This is an optimization exercise on Yosys and OpenROAD, whose aim is small area and a short achievable clock period, not a production implementation. In this exercise RTL edits were held to simulation tests only and were not proved equivalent to the original.

==> flow/design.v (outline; a module is shown in full before it is edited, if it fits) <==
// module vec_fma: 2767 lines
module vec_fma (
    input  wire        clk,
    input  wire        rst,
    input  wire        in_valid,
    input  wire [31:0] in_a,
    input  wire [31:0] in_b,
    input  wire [31:0] in_c,
    output reg         out_valid,
    output reg  [31:0] out_r
);
  // ...
==> flow/flow/run.sh <==
#!/bin/bash
# Standard ORFS layout; repair_timing aims for a setup slack of at least
# 19 ns at the design's clock period.
set -euo pipefail
bash standard.sh SETUP_SLACK_MARGIN=19  finish > standard.log 2>&1
==> flow/standard.sh <==
#!/bin/bash
# synth_recipe.tcl (not shown) runs the flow's synth.tcl, then flattens the netlist and writes it again
# the make line also repeats each setting of config.mk as NAME=value (left out here)
make -C /OpenROAD-flow-scripts/flow DESIGN_CONFIG=/design/flow/config.mk WORK_HOME=/design/flow/orfs CLKGATE_MAP_FILE= SYNTH_SCRIPT=/design/flow/synth_recipe.tcl "${@:-finish}"
==> flow/config.mk <==
export PLATFORM = sky130hd
export DESIGN_NAME = vec_fma
export DESIGN_NICKNAME = vec_fma
export VERILOG_FILES = /design/flow/design.v
export SDC_FILE = /design/flow/constraint.sdc
export NUM_CORES = 4
export LEC_CHECK = 0
export ABC_AREA = 1
export CAP_MARGIN = 20
export CORE_MARGIN = 2
export CORE_UTILIZATION = 40
export SLEW_MARGIN = 20
==> flow/constraint.sdc <==
create_clock -name core_clock -period 25.0 [get_ports {clk}]
set_input_delay 5.0000 -clock core_clock [delete_from_list [all_inputs] [get_ports {clk}]]
set_output_delay 5.0000 -clock core_clock [all_outputs]
set_load 0.01 [all_outputs]
==> results.cfg, run 1 <==
[critical_path]
cp-startpoint = out_r[22]
cp.required_ns = 20.00
crit_buf_inv = 1
crit_chain = buf_6
reg2reg_slack_ns = 19.07
setup.worst_path.start_class = flop
critPathSlowestCell = dfxtp_4

[clock_tree]
cts_buffers = 45
post_cts_resized = 293
htree_num_levels = 2
clock-root-buffer = clkbuf_16

[floorplan]
initial_core_util_pct = 40.2

[finish]
regArea_um2 = 7210
fin_nets = 6696
reg_top3 = s2_mag (101), s1_prod (48)
drive_gt1_share_pct = 11.4
clock_area_share_pct = 3.25
seq_cells = 356
top_register = s2_mag
nNonClkInverters = 858

[sta]
report.final.setup_viol = 0
slew_headroom_pct = 36.4
worst_pin_slew_ns = 0.944

[run_status]
status = timing/DRC/antenna clean

[yosys]
synth_ff_type = dfxtp_1
synth_mux_area_share_pct = 0.445
synth_warnings = 1
synth_area_um2 = 40800

[hold_path]
hold_path_end = s2_sinf

[place]
post-place-ws_ns = 17.48
==> inputs of run 2 (changes only) <==
--- a/flow/design.v
+++ b/flow/design.v
@@ -1915,17 +1915,17 @@
         else if (!neg)
             mag = {c1 ? opu : u_dec, y1, opl};
         else
             mag = {26'd0, l_nz ? ~y1 : ~y0, l_neg};
     end
     wire         rsign = neg ? s1_sp : s1_sc;
     wire signed [10:0] e_m1 = s1_etop - 11'sd1;
     wire               kill = s1_etop < 11'sd1;      
-    wire               has_mark = ~kill & (e_m1 < 11'sd101);
+    wire               has_mark = ~kill & (e_m1 < 11'sd75);
     reg        s2_valid;
     reg [100:0] s2_mag;
     reg [8:0]  s2_em1;
     reg        s2_hasm, s2_kill, s2_rsign, s2_spec, s2_nan, s2_sinf, s2_zsign;
     always @(posedge clk) begin
         if (rst) s2_valid <= 1'b0;
         else     s2_valid <= s1_valid;
         s2_mag   <= mag;
@@ -1935,17 +1935,17 @@
         s2_rsign <= rsign;
         s2_spec  <= s1_spec;
         s2_nan   <= s1_nan;
         s2_sinf  <= s1_sinf;
         s2_zsign <= s1_zsign;
     end
     wire [6:0]   s2_mpos = s2_em1[6:0];
     wire [127:0] mark = s2_hasm ? ({1'b1, 127'd0} >> s2_mpos) : 128'd0;
-    wire [127:0] lz_in = {s2_mag, 27'd0} | mark;
+    wire [127:0] lz_in = {s2_mag[100:26], 53'd0} | mark;
     wire         mag_zero = ~|s2_mag;
     wire zv1660 = lz_in[127] | lz_in[126];
     wire zc1661 = ~lz_in[127];
     wire zv1662 = lz_in[125] | lz_in[124];
     wire zc1663 = ~lz_in[125];
     wire zv1664 = lz_in[123] | lz_in[122];
     wire zc1665 = ~lz_in[123];
     wire zv1666 = lz_in[121] | lz_in[120];
==> flow/flow/run.sh (replaced) <==
#!/bin/bash
# Standard ORFS layout; repair_timing aims for a setup slack of at least
# 18.95 ns at the design's clock period.
set -euo pipefail
bash standard.sh SETUP_SLACK_MARGIN=18.95 'BUFFER_PORTS_ARGS=-buffer_cell sky130_fd_sc_hd__buf_2' finish > standard.log 2>&1
==> run 2 against run 1 <==
Net effect: global-route usage rose by 0.31 points; sequential share of layout area grew 0.19 points; non-clock buffer count up 34; largest cell class unchanged; highest routed layer unchanged.
==> results.cfg, run 2 <==
[run_status]
status = timing/DRC/antenna clean

[sta]
hold_viol_final = 0
worst_pin_slew_ns = 0.931
skew_ns = 0.0277
report.final.setup_viol = 0
max_freq_ghz = 0.164
rsz0062_at_grt = yes
setup-tns-final_ns = 0
min_period_ns = 6.10
slew_headroom_pct = 37.7
slew_viol_final = 0
finalCritPeriodShare_pct = 24.4

[clock_tree]
hold_buffers = 0
clk_latency_ns = 0.63
clock-sinks = 356
clk_pin_slew_ns = 0.06
htree_num_levels = 2
cts_tree = yes
clock-root-buffer = clkbuf_16
clockBufferDepth = 3
cts_buffers = 43

[yosys]
synth_warnings = 1
synth_area_um2 = 40500
synth_top_area_share_pct = 17.6
synth_ff_type = dfxtp_1
synth_seq_cells = 356
syn-num-nets = 6495
synth_edf_count = 0
yosysMostFrequentCell = nand2_1
ys_types = 61
netlist_instances = 5940
async_flop_share_pct = 0
synth_area_leaders = dfxtp_1 18%, fa_1 13%, nand2_1 11%
synth.largest_area_cell = dfxtp_1
synth_commonest_cells = 1209 x nand2_1, 819 x inv_1, 489 x nor2_1
ys_seq_area_share_pct = 17.6
synth.avg_cell_area_um2 = 6.82

[critical_path]
reg2reg_depth = 23
reg2reg_to = s1_prod[32]
critPathArrivalTime_ns = 1.10
cp-startpoint = out_r[22]
cp.required_ns = 20.00
crit_path_end_kind = output pin
critPathSlowestCell = dfxtp_4
cpLargestDelayFamily = flip-flops
setup.worst_path.start_class = flop
crit_buf_inv = 1
crit_path_max_incr_delay_ns = 0.36
crit_chain = buf_6
r2r-start = s0_a[0]
crit_type = reg2out
cp_max_fo = 1
reg2reg_slack_ns = 18.97

[floorplan]
rows = 116
initial_core_util_pct = 40.4
io_pins = 132
die_w_um = 322
dieHeight_um = 322
die_area_um2 = 104000
core-area_um2 = 100000

[finish]
syn_to_final_growth_pct = 15.1
largest_reg_flops = 101
fin_nets = 6643
reg_top3 = s2_mag (101), s1_prod (48)
final_common_cell = nand2_1
stdcell_count = 7477
top_register = s2_mag
drive_gt1_share_pct = 12.6
mostFrequentLayoutCells = 1198 x nand2_1, 785 x inv_1, 481 x xor2_1

[place]
gp_congestion = 1.04
dp.cells = 7207
dp_hpwl_um = 117000
port_buffers = 131

[grt]
grt_first_pass_wirelength_um = 238000
grt-ovfl-total = 0
antenna_found_initial = 3
first_global_vias = 39200
grt_max_degree = 63
grt_usage_pct = 29.9

[hold_path]
holdPathStages = 0
hp-class = reg2reg
hold_start = s0_c[31]
hold_path_end = s1_sc

[drt]
drt_wl_total_um = 161000
num_vias = 41700
drt_iter0_markers = 4532
drc = 0
detail-route-antenna-nets = 0
first_pass_iters = 7
via_per_inst = 5.57
wl_per_cell_um = 21.6

[run]
cap_violations = 0
run 2: area by class of cell:
class	count	area, µm²
Timing Repair Buffer	366	2950
Inverter	849	3320
Clock buffer	56	1170
Tap cell	1357	1700
Antenna cell	1	2.50
Timing Repair inverter	23	160
Sequential cell	356	7180
Multi-Input combinational cell	4449	29800
Fill cell	10300	53700
Clock inverter	20	350
run 2: metrics by stage:
| step | setup WS (ns) | hold WS [ns] | cell area, µm² | util [%] |
|---|---|---|---|---|
| finish | 18.90 | 0.373 | 46600 | 46.5 |
| global placement | 17.59 | 0.368 | 42200 | 42.1 |
| detailed placement | 17.44 | 0.363 | 42200 | 42.1 |
| floorplan | 19.00 | 0.310 | 40500 | - |
| CTS | 18.86 | 0.377 | 44900 | 44.8 |
| global route | 18.84 | 0.389 | 46600 | 46.5 |
run 2: routing by layer:
layer | up-vias | wire [µm] | global-route usage, %
li1 | 19600 | - | -
met1 | 19200 | 64100 | 38.1
met2 | 2296 | 69900 | 46.9
met3 | 597 | 15400 | 5.59
met4 | 0 | 12000 | 18.5
met5 | - | 0 | 0
run 2: logic make-up after synthesis:
kind of cell / count (synthesis) / synth area share (%)
muxes: 17 / 0.426
adders and majority gates: 456 / 19.0
DFF: 356 / 17.6
and+or+nand+nor: 2460 / 26.3
xor gates and xnor gates: 527 / 11.4
buffers and inverters: 1143 / 11.0
AOI/OAI and AO/OA: 981 / 14.2
run 2: timing repair:
item	4_1_cts	5_1_grt
setup buffers	51	106
resized for setup	167	179
cloned	23	13
pin swaps	12	63
endpoints found under the setup margin	224	220
run 2: how the worst max path moves through the flow:
stage / endpoint / slack, ns / cells after the start
5_1_grt: s1_prod[32] / 18.84 / 28
3_5_place_dp: s1_mcf[7] / 17.44 / 32
3_3_place_gp: s1_mcf[7] / 17.59 / 32
2_1_floorplan: s1_prod[33] / 19.00 / 28
4_1_cts: out_r[22] / 18.86 / 1
6_report: out_r[22] / 18.90 / 1
==> inputs of run 3 (changes only) <==
--- a/flow/config.mk
+++ b/flow/config.mk
@@ -7,3 +7,3 @@
 export LEC_CHECK = 0
-export ABC_AREA = 1
+export ABC_AREA = 0
 export CAP_MARGIN = 20
==> run 3 against run 2 <==
Net effect: wire length is 22% higher; still clean on timing, DRC and antenna; worst hold slack worse by 0.043 ns; fmax is 8.9% lower; highest routed layer unchanged; critical path depth is 28 higher; flip-flop and latch count stayed put.
==> results.cfg, run 3 <==
[sta]
finalCritPeriodShare_pct = 26.8
setup-tns-final_ns = 0
fin_hold_ws_ns = 0.330
skew_ns = 0.0323
slew_viol_final = 0
rsz0062_at_grt = yes
slew_headroom_pct = 28.9
min_period_ns = 6.69
max_freq_ghz = 0.149
report.final.setup_viol = 0
hold_viol_final = 0
worst_pin_slew_ns = 1.06

[critical_path]
crit_path_max_incr_delay_ns = 0.53
critPathArrivalTime_ns = 7.21
critPathSlowestCell = fa_1
reg2reg_slack_ns = 18.31
cp_max_fo = 18
setup.worst_path.start_class = flop
cp.required_ns = 25.52
reg2reg_depth = 29
crit_path_end_kind = flop
reg2reg_to = s1_prod[45]
r2r-start = s0_b[8]
crit_type = reg2reg

[grt]
grt-ovfl-total = 0
grt_usage_pct = 32.1
grt_max_degree = 99
grt_first_pass_wirelength_um = 288000
first_global_vias = 44800
antenna_found_initial = 3

[drt]
wl_per_cell_um = 25.3
drt_iter0_markers = 6207
num_vias = 49300
drc = 0
detail-route-antenna-nets = 0
drt_wl_total_um = 197000
first_pass_iters = 7
via_per_inst = 6.33

[finish]
antenna_cells = 0
largest_reg_flops = 101
top_register = s2_mag
final_common_cell = nor2_1
fin_nets = 6810
drive_gt1_share_pct = 17.5
multiInputGateArea_um2 = 36600
mostFrequentLayoutCells = 614 x nor2_1, 610 x nand2_1, 508 x a21oi_1
n_fill_cell = 11100
syn_to_final_growth_pct = 19.2
reg_top3 = s2_mag (101), s1_prod (48)
regArea_um2 = 7290

[yosys]
ys_types = 126
synth_top_family_by_area = compound AO/OA/AOI/OAI gates
netlist_instances = 6267
syn-num-nets = 6822
ys_seq_area_share_pct = 15.6
synthSimpleGateAreaFrac_pct = 20.1
synth_area_leaders = dfxtp_1 16%, fa_1 12%, o21ai_0 6.4%
synthXorXnorAreaFrac_pct = 5.33
synth.largest_area_cell = dfxtp_1
synth_commonest_cells = 637 x nor2_1, 625 x nand2_1, 583 x o21ai_0
synth-adder-area-share_pct = 18.0
synth_edf_count = 0
synth-compound-area-share_pct = 29.5
synth_mux_area_share_pct = 3.49
yosysMostFrequentCell = nor2_1
synth.avg_cell_area_um2 = 7.27
synth_warnings = 1
synth_seq_cells = 356
synth_top_area_share_pct = 15.6
synth_ff_type = dfxtp_1
synth_area_um2 = 45500
async_flop_share_pct = 0

[floorplan]
rows = 123
initial_core_util_pct = 40.4
io_pins = 132
die_w_um = 341
dieHeight_um = 341
core-area_um2 = 113000
die_area_um2 = 117000

[run_status]
status = timing/DRC/antenna clean

[clock_tree]
clock-root-buffer = clkbuf_16
cts_buffers = 44
clk_pin_slew_ns = 0.06
clock-sinks = 356
htree_num_levels = 2
cts_tree = yes
clk_latency_ns = 0.63
clockBufferDepth = 3

[hold_path]
hp-class = reg2reg
hold_path_end = s2_nan
holdPathStages = 0
hold_start = s1_nan

[run]
cap_violations = 0

[place]
port_buffers = 131
dp_hpwl_um = 133000
gp_congestion = 1.09
[run 3: changes by cell type after synthesis, moves of 114 or more]
cell	before	now
xor2_1	486	91
mux2i_1	15	129
inv_1	819	333
a21oi_1	181	533
clkbuf_1	167	417
xnor2_1	41	186
nor2_1	489	637
nand2_1	1209	625
o21ai_0	297	583
a22oi_1	0	126
o22ai_1	307	94
nand3_1	483	126
[run 3: worst max-delay path by stage]
stage | endpoint | depth (start not counted) | slack [ns] | from
after floorplan | s1_prod[47] | 29 | 18.62 | s0_b[19]
after global placement | out_r[3] | 28 | 17.09 | s2_em1[1]
after detailed placement | out_r[22] | 28 | 16.84 | s2_em1[1]
after CTS | s1_prod[47] | 28 | 18.41 | s0_b[4]
after global routing | s1_prod[47] | 27 | 18.05 | s0_b[4]
final | s1_prod[45] | 29 | 18.31 | s0_b[8]
[run 3: logic make-up after synthesis]
| group | after synthesis |
|---|---|
| AOI/OAI and AO/OA | 2107 |
| and+or+nand+nor | 1955 |
| buffers and inverters | 916 |
| adders and majority gates | 505 |
| DFF | 356 |
| xor gates and xnor gates | 277 |
| muxes | 151 |
[run 3: metal layers]
layer | track usage [%] | vias to the layer above | wire length, µm
li1 | - | 22400 | -
met1 | 40.4 | 23200 | 75800
met2 | 51.0 | 3017 | 86700
met3 | 5.14 | 740 | 19000
met4 | 20.9 | 0 | 15500
met5 | 0 | - | 0
[run 3: critical path, delay by kind of cell (launching register included)]
family / cells / cell delay, ns
adders and majority gates: 6 / 2.66
AOI/OAI and AO/OA: 12 / 2.24
buffers and inverters: 7 / 0.98
and+or+nand+nor: 4 / 0.37
DFF: 1 / 0.35
[run 3: layout make-up]
cell class	instances	share of cell area, %
clock buffers	53	2.24
clock inverters	28	0.634
inverters	343	2.66
multi-input cells	5004	67.5
flip-flops and latches	356	13.4
well taps	1500	3.46
repair buffers	504	10.1
repair inverters	2	0.0346
[run 3: through the flow]
| stage | utilization (%) | cells | setup WS (ns) | cell area [µm²] |
|---|---|---|---|---|
| floorplan | - | 6267 | 18.62 | 45700 |
| global placement | 41.4 | 7427 | 17.09 | 46700 |
| detailed placement | 41.4 | 7427 | 16.84 | 46700 |
| CTS | 46.6 | 7708 | 18.41 | 52500 |
| global route | 48.2 | 7790 | 18.05 | 54300 |
| finish | 48.2 | 7790 | 18.31 | 54300 |
[run 3: timing repair]
action,in CTS,in global routing
gates resized for setup,490,268
endpoints found under the hold margin,0,0
cloned,45,11
pin swaps,95,104
buffers inserted,155,70
setup endpoints to repair,220,181
hold buffers,0,0
==> inputs of run 4 (changes only) <==
==> flow/flow/run.sh (replaced) <==
#!/bin/bash
# Standard ORFS layout; repair_timing aims for a setup slack of at least
# 19.1 ns at the design's clock period.
set -euo pipefail
bash standard.sh SETUP_SLACK_MARGIN=19.1 'BUFFER_PORTS_ARGS=-buffer_cell sky130_fd_sc_hd__buf_2' finish > standard.log 2>&1
--- a/flow/config.mk
+++ b/flow/config.mk
@@ -7,3 +7,3 @@
 export LEC_CHECK = 0
-export ABC_AREA = 0
+export ABC_AREA = 1
 export CAP_MARGIN = 20
@@ -11,2 +11,4 @@
 export CORE_UTILIZATION = 40
+export CTS_CLUSTER_DIAMETER = 120
+export CTS_CLUSTER_SIZE = 24
 export SLEW_MARGIN = 20
==> run 4 against run 3 <==
Net effect: still clean on timing, DRC and antenna; clock skew is 0.0026 ns higher; final cell count fell by 4.0%; critical endpoint is now out_r[22].
==> results.cfg, run 4 <==
[critical_path]
cp.required_ns = 20.00
reg2reg_depth = 19
r2r-start = s0_a[0]
crit_chain = buf_2
critPathArrivalTime_ns = 1.05
crit_path_end_kind = output pin
reg2reg_to = s1_prod[32]
critPathSlowestCell = dfxtp_1
cp_max_fo = 1
cpLargestDelayFamily = flip-flops
crit_type = reg2out
setup.worst_path.start_class = flop
crit_buf_inv = 1
reg2reg_slack_ns = 19.04
crit_path_max_incr_delay_ns = 0.31
cp-startpoint = out_r[22]

[yosys]
synth_top_area_share_pct = 17.6
async_flop_share_pct = 0
ys_seq_area_share_pct = 17.6
synth.largest_area_cell = dfxtp_1
netlist_instances = 5940
ys_types = 61
synth_warnings = 1
synth_area_um2 = 40500
synth_area_leaders = dfxtp_1 18%, fa_1 13%, nand2_1 11%
synth.avg_cell_area_um2 = 6.82
synth_commonest_cells = 1209 x nand2_1, 819 x inv_1, 489 x nor2_1
synth_edf_count = 0
synth_ff_type = dfxtp_1
synth_seq_cells = 356
yosysMostFrequentCell = nand2_1
syn-num-nets = 6495

[floorplan]
io_pins = 132
die_area_um2 = 104000
die_w_um = 322
initial_core_util_pct = 40.4
core-area_um2 = 100000
rows = 116
dieHeight_um = 322

[place]
dp_hpwl_um = 118000
post-place-ws_ns = 17.47
port_buffers = 131
gp_congestion = 1.07

[finish]
top_register = s2_mag
final_common_cell = nand2_1
antenna_cells = 0
largest_reg_flops = 101
mostFrequentLayoutCells = 1182 x nand2_1, 774 x inv_1, 476 x xor2_1
syn_to_final_growth_pct = 15.8
reg_top3 = s2_mag (101), s1_prod (48)
fin_nets = 6663
n_fill_cell = 10300
drive_gt1_share_pct = 14.5

[sta]
slew_viol_final = 0
report.final.setup_viol = 0
skew_ns = 0.0349
finalCritPeriodShare_pct = 24.2
setup-tns-final_ns = 0
slew_headroom_pct = 40.8
max_freq_ghz = 0.165
min_period_ns = 6.05
worst_pin_slew_ns = 0.883
hold_viol_final = 0
setup_ws_ns = 18.95
rsz0062_at_grt = yes

[hold_path]
holdPathStages = 0
hold_path_end = s1_sc
hold_start = s0_c[31]
hp-class = reg2reg

[clock_tree]
hold_buffers = 0
cts_tree = yes
clock-root-buffer = clkbuf_16
clockBufferDepth = 3
htree_num_levels = 1
clk_pin_slew_ns = 0.10
clk_latency_ns = 0.63
clock-sinks = 356
cts_buffers = 23

[drt]
drc = 0
drt_iter0_markers = 4518
via_per_inst = 5.59
wl_per_cell_um = 21.9
drt_wl_total_um = 164000
first_pass_iters = 8
detail-route-antenna-nets = 0
num_vias = 41800

[grt]
grt_max_degree = 57
grt-ovfl-total = 0
grt_first_pass_wirelength_um = 242000
antenna_found_initial = 2
grt_usage_pct = 30.3
first_global_vias = 39600

[run_status]
status = timing/DRC/antenna clean

[run]
cap_violations = 0
## run 4: cell count changes after synthesis, sizes merged, moves of 212 or more
cell / change
o21ai: -278
clkbuf: -250
o22ai: +212
xor2: +395
inv: +501
a21oi: -349
nand2: +604
nand3: +371
## run 4: repair_timing
item / in CTS / in global routing
endpoints found under the setup margin: 229 / 219
resized for setup: 194 / 339
pin swaps: 20 / 78
cloned: 30 / 11
buffers inserted: 104 / 88
## run 4: kinds of logic (layout without fill, tap and decap cells)
logic type / Yosys count / after routing / share of synthesized area, %
flops: 356 / 356 / 17.6
compound gates: 981 / 983 / 14.2
simple gates: 2460 / 2467 / 26.3
buf+inv: 1143 / 1312 / 11.0
mux: 17 / 17 / 0.426
xor+xnor: 527 / 527 / 11.4
fa+ha+maj: 456 / 456 / 19.0
## run 4: how the worst max path moves through the flow
| stage | end | cells after the start | slack, ns |
|---|---|---|---|
| floorplan | s1_prod[33] | 27 | 19.10 |
| global placement | s2_mag[70] | 36 | 17.59 |
| detailed placement | s1_mcf[7] | 32 | 17.47 |
| CTS | out_r[22] | 1 | 18.91 |
| global route | s1_prod[42] | 19 | 18.78 |
| finish | out_r[22] | 1 | 18.95 |
## run 4: cell type report
cell class                      instances  area, µm²  share of cell area, %
Sequential cell                       356       7210                   15.4
Multi-Input combinational cell       4450      30300                   64.6
Inverter                              849       3350                   7.14
Clock buffer                           23        576                   1.23
Timing Repair inverter                 23        158                  0.336
Clock inverter                         12        181                  0.387
Tap cell                             1357       1700                   3.62
Timing Repair Buffer                  405       3430                   7.31
## run 4: per-layer routing
| metal | vias to the layer above | global-route usage, % | part of all wire, % | routed length, µm |
|---|---|---|---|---|
| met5 | - | 0 | 0.0092 | 15 |
| met4 | 2 | 18.0 | 7.6 | 12400 |
| met3 | 592 | 5.65 | 9.0 | 14700 |
| met2 | 2268 | 48.4 | 44 | 71800 |
| met1 | 19300 | 38.2 | 40 | 64800 |
| li1 | 19600 | - | - | - |
## run 4: stage by stage
step                      hold WS, ns  util (%)  area, µm²  std cells
after CTS                       0.407      44.6      44700       7376
final                           0.394      46.8      46900       7475
after global routing            0.414      46.8      46900       7475
after detailed placement        0.388      42.1      42200       7207
after floorplan                 0.310         -      40500       5940
after global placement          0.387      42.1      42200       7207
==> inputs of run 5 (changes only) <==
==> flow/flow/run.sh (replaced) <==
#!/bin/bash
# Standard ORFS layout; repair_timing aims for a setup slack of at least
# 19.15 ns at the design's clock period.
set -euo pipefail
bash standard.sh SETUP_SLACK_MARGIN=19.15 'BUFFER_PORTS_ARGS=-buffer_cell sky130_fd_sc_hd__buf_2' finish > standard.log 2>&1
--- a/flow/config.mk
+++ b/flow/config.mk
@@ -11,4 +11,4 @@
 export CORE_UTILIZATION = 40
-export CTS_CLUSTER_DIAMETER = 120
-export CTS_CLUSTER_SIZE = 24
+export CTS_CLUSTER_DIAMETER = 110
+export CTS_CLUSTER_SIZE = 27
 export SLEW_MARGIN = 20
==> run 5 against run 4 <==
Net effect: still clean on timing, DRC and antenna; non-clock buffer count decreased by 15; first-iteration DRC count grew 1.4%; wire length is 0.92% lower; flip-flop and latch count unchanged; clock skew fell by 0.00084 ns; count of clock-buffer cells in the layout grew 3; utilization is 0.28 points higher; register-to-register slack better by 0.26 ns; critical path depth unchanged; highest routed layer is now met4.
==> results.cfg, run 5 <==
[run_status]
status = timing/DRC/antenna clean

[yosys]
synth_warnings = 1
synth.avg_cell_area_um2 = 6.82
ys_seq_area_share_pct = 17.6
synth_area_leaders = dfxtp_1 18%, fa_1 13%, nand2_1 11%
synth_edf_count = 0
synth.largest_area_cell = dfxtp_1
synth_top_area_share_pct = 17.6
netlist_instances = 5940
yosysMostFrequentCell = nand2_1
synth_seq_cells = 356
async_flop_share_pct = 0
synth_area_um2 = 40500
syn-num-nets = 6495
synth_ff_type = dfxtp_1
synth_commonest_cells = 1209 x nand2_1, 819 x inv_1, 489 x nor2_1
ys_types = 61

[drt]
first_pass_iters = 6
wl_per_cell_um = 21.7
drc = 0
drt_iter0_markers = 4581
detail-route-antenna-nets = 0
via_per_inst = 5.59
num_vias = 41800
drt_wl_total_um = 162000

[place]
dp_hpwl_um = 116000
dpl_cell_area_um2 = 42200
port_buffers = 131
gp_congestion = 1.05

[grt]
grt_max_degree = 57
grt_usage_pct = 30.0
grt-ovfl-total = 0
grt_first_pass_wirelength_um = 239000
first_global_vias = 39400
antenna_found_initial = 1

[floorplan]
core-area_um2 = 100000
dieHeight_um = 322
io_pins = 132
die_w_um = 322
rows = 116
initial_core_util_pct = 40.4
die_area_um2 = 104000

[clock_tree]
cts_tree = yes
clk_latency_ns = 0.65
clk_pin_slew_ns = 0.10
clock-sinks = 356
hold_buffers = 0
clockBufferDepth = 3
cts_buffers = 25
htree_num_levels = 1
clock-root-buffer = clkbuf_16

[sta]
rsz0062_at_grt = yes
worst_pin_slew_ns = 0.933
hold_viol_final = 0
slew_viol_final = 0
slew_headroom_pct = 37.1
setup-tns-final_ns = 0
report.final.setup_viol = 0
skew_ns = 0.0340
max_freq_ghz = 0.164
finalCritPeriodShare_pct = 24.3
min_period_ns = 6.08

[critical_path]
critPathArrivalTime_ns = 1.08
crit_buf_inv = 1
reg2reg_slack_ns = 19.30
setup.worst_path.start_class = flop
crit_type = reg2out
cp_max_fo = 1
cp.required_ns = 20.00
crit_path_max_incr_delay_ns = 0.33
crit_chain = buf_6
critPathSlowestCell = dfxtp_2
crit_path_end_kind = output pin
cpLargestDelayFamily = flip-flops

[run]
cap_violations = 0

[finish]
syn_to_final_growth_pct = 16.5
fin_nets = 6652
final_area_um2 = 47200
reg_top3 = s2_mag (101), s1_prod (48)
mostFrequentLayoutCells = 1186 x nand2_1, 782 x inv_1, 475 x nand3_1
top_register = s2_mag
largest_reg_flops = 101
drive_gt1_share_pct = 14.6
final_common_cell = nand2_1
post-route-util_pct = 47.0

[hold_path]
hp-class = reg2reg
run 5: cell families after synthesis:
kind of cell	synth area share (%)
adders and majority gates	19.0
DFF	17.6
muxes	0.426
AOI/OAI and AO/OA	14.2
xor gates and xnor gates	11.4
buffers and inverters	11.0
and+or+nand+nor	26.3
run 5: cell type report:
cell class                      count  area [µm²]
Fill cell                       10300       53100
Multi-Input combinational cell   4450       30400
Sequential cell                   356        7220
Timing Repair Buffer              390        3390
Inverter                          849        3350
Tap cell                         1357        1700
Clock buffer                       26         629
Clock inverter                     18         332
Timing Repair inverter             25         178
Antenna cell                        1        2.50
run 5: final timing paths:
| kind | start | endpoint | cells past startpoint |
|---|---|---|---|
| worst max register to register | s0_b[5] | s1_prod[32] | 26 |
| worst min register to register | s1_sinf | s2_sinf | 0 |
| worst min-delay path | s1_sinf | s2_sinf | 0 |
| worst max-delay path | out_r[31] | out_r[31] | 1 |
run 5: repair_timing:
item	in CTS	in global routing
gates cloned	31	17
gates resized for setup	220	337
pin swaps	29	51
setup endpoints to repair	230	218
buffers inserted	109	63
run 5: metal layers:
layer / vias up / global-route usage (%) / wire [µm] / share of wire (%)
li1: 19600 / - / - / -
met1: 19300 / 38.2 / 65300 / 40
met2: 2307 / 47.5 / 70300 / 43
met3: 585 / 5.29 / 14800 / 9.1
met4: 0 / 17.6 / 12000 / 7.4
met5: - / 0 / 0 / 0
run 5: worst register-to-register path, stage by stage (launching register included):
cell and delay [ns]:
dfxtp_4 0.40, nor2_4 0.20, nor2_4 0.06, buf_4 0.14, clkinvlp_4 0.06, buf_4 0.20
buf_4 0.16, o22ai_2 0.09, xor2_2 0.19, fa_1 0.50, fa_1 0.45, fa_1 0.57
fa_1 0.43, fa_1 0.49, inv_1 0.07, ha_4 0.28, inv_1 0.05, o21bai_1 0.20
nand3_1 0.13, nand2_1 0.07, a21oi_1 0.07, nand2_2 0.09, nand2_2 0.06, nand2_4 0.07
inv_1 0.05, fa_1 0.47, inv_1 0.04
run 5: through the flow:
step / worst slack [ns] / hold WS [ns] / instances
after floorplan: 19.16 / 0.310 / 5940
after global placement: 17.58 / 0.386 / 7207
after detailed placement: 17.37 / 0.386 / 7207
after CTS: 18.88 / 0.390 / 7391
after global routing: 18.87 / 0.375 / 7471
final: 18.92 / 0.385 / 7472

==> afterwards: timing with drivers on the ports <==
Ports are ideal in the flow. The routed layouts listed here were re-timed in OpenROAD.
Step 1, drivers: a clkbuf_16 drives clk and a buf_2 each remaining input, both assumed.
Step 2 times the ports against the registers' clock, not the clock port: input delays grow and output delays shrink by t, the midpoint of the rising clock arrivals with the driver on.
a / b / c = ideal / step 1 / step 2; a / b = the first two.
| run | t, ns | setup slack, ns | worst setup path at the end | worst register clock-pin slew, ns | worst data-port slew with drivers (ns) |
|---|---|---|---|---|---|
| run 1 | 0.688 | 18.868 / 18.794 / 18.576 | input to register | 0.07 / 0.07 | 0.07 |
| run 2 | 0.682 | 18.904 / 18.840 / 18.803 | input to register | 0.07 / 0.07 | 0.04 |
| run 3 | 0.693 | 18.306 / 18.306 / 18.306 | register to register | 0.07 / 0.07 | 0.06 |
| run 4 | 0.674 | 18.955 / 18.891 / 18.786 | input to register | 0.10 / 0.10 | 0.04 |
| run 5 | 0.705 | 18.919 / 18.851 / 18.743 | input to register | 0.11 / 0.11 | 0.04 |
After both steps setup and hold are still met in every run listed. For run 1, which loses most, drivers alone change the setup slack by -0.074 ns; drivers and shift together by -0.292 ns.
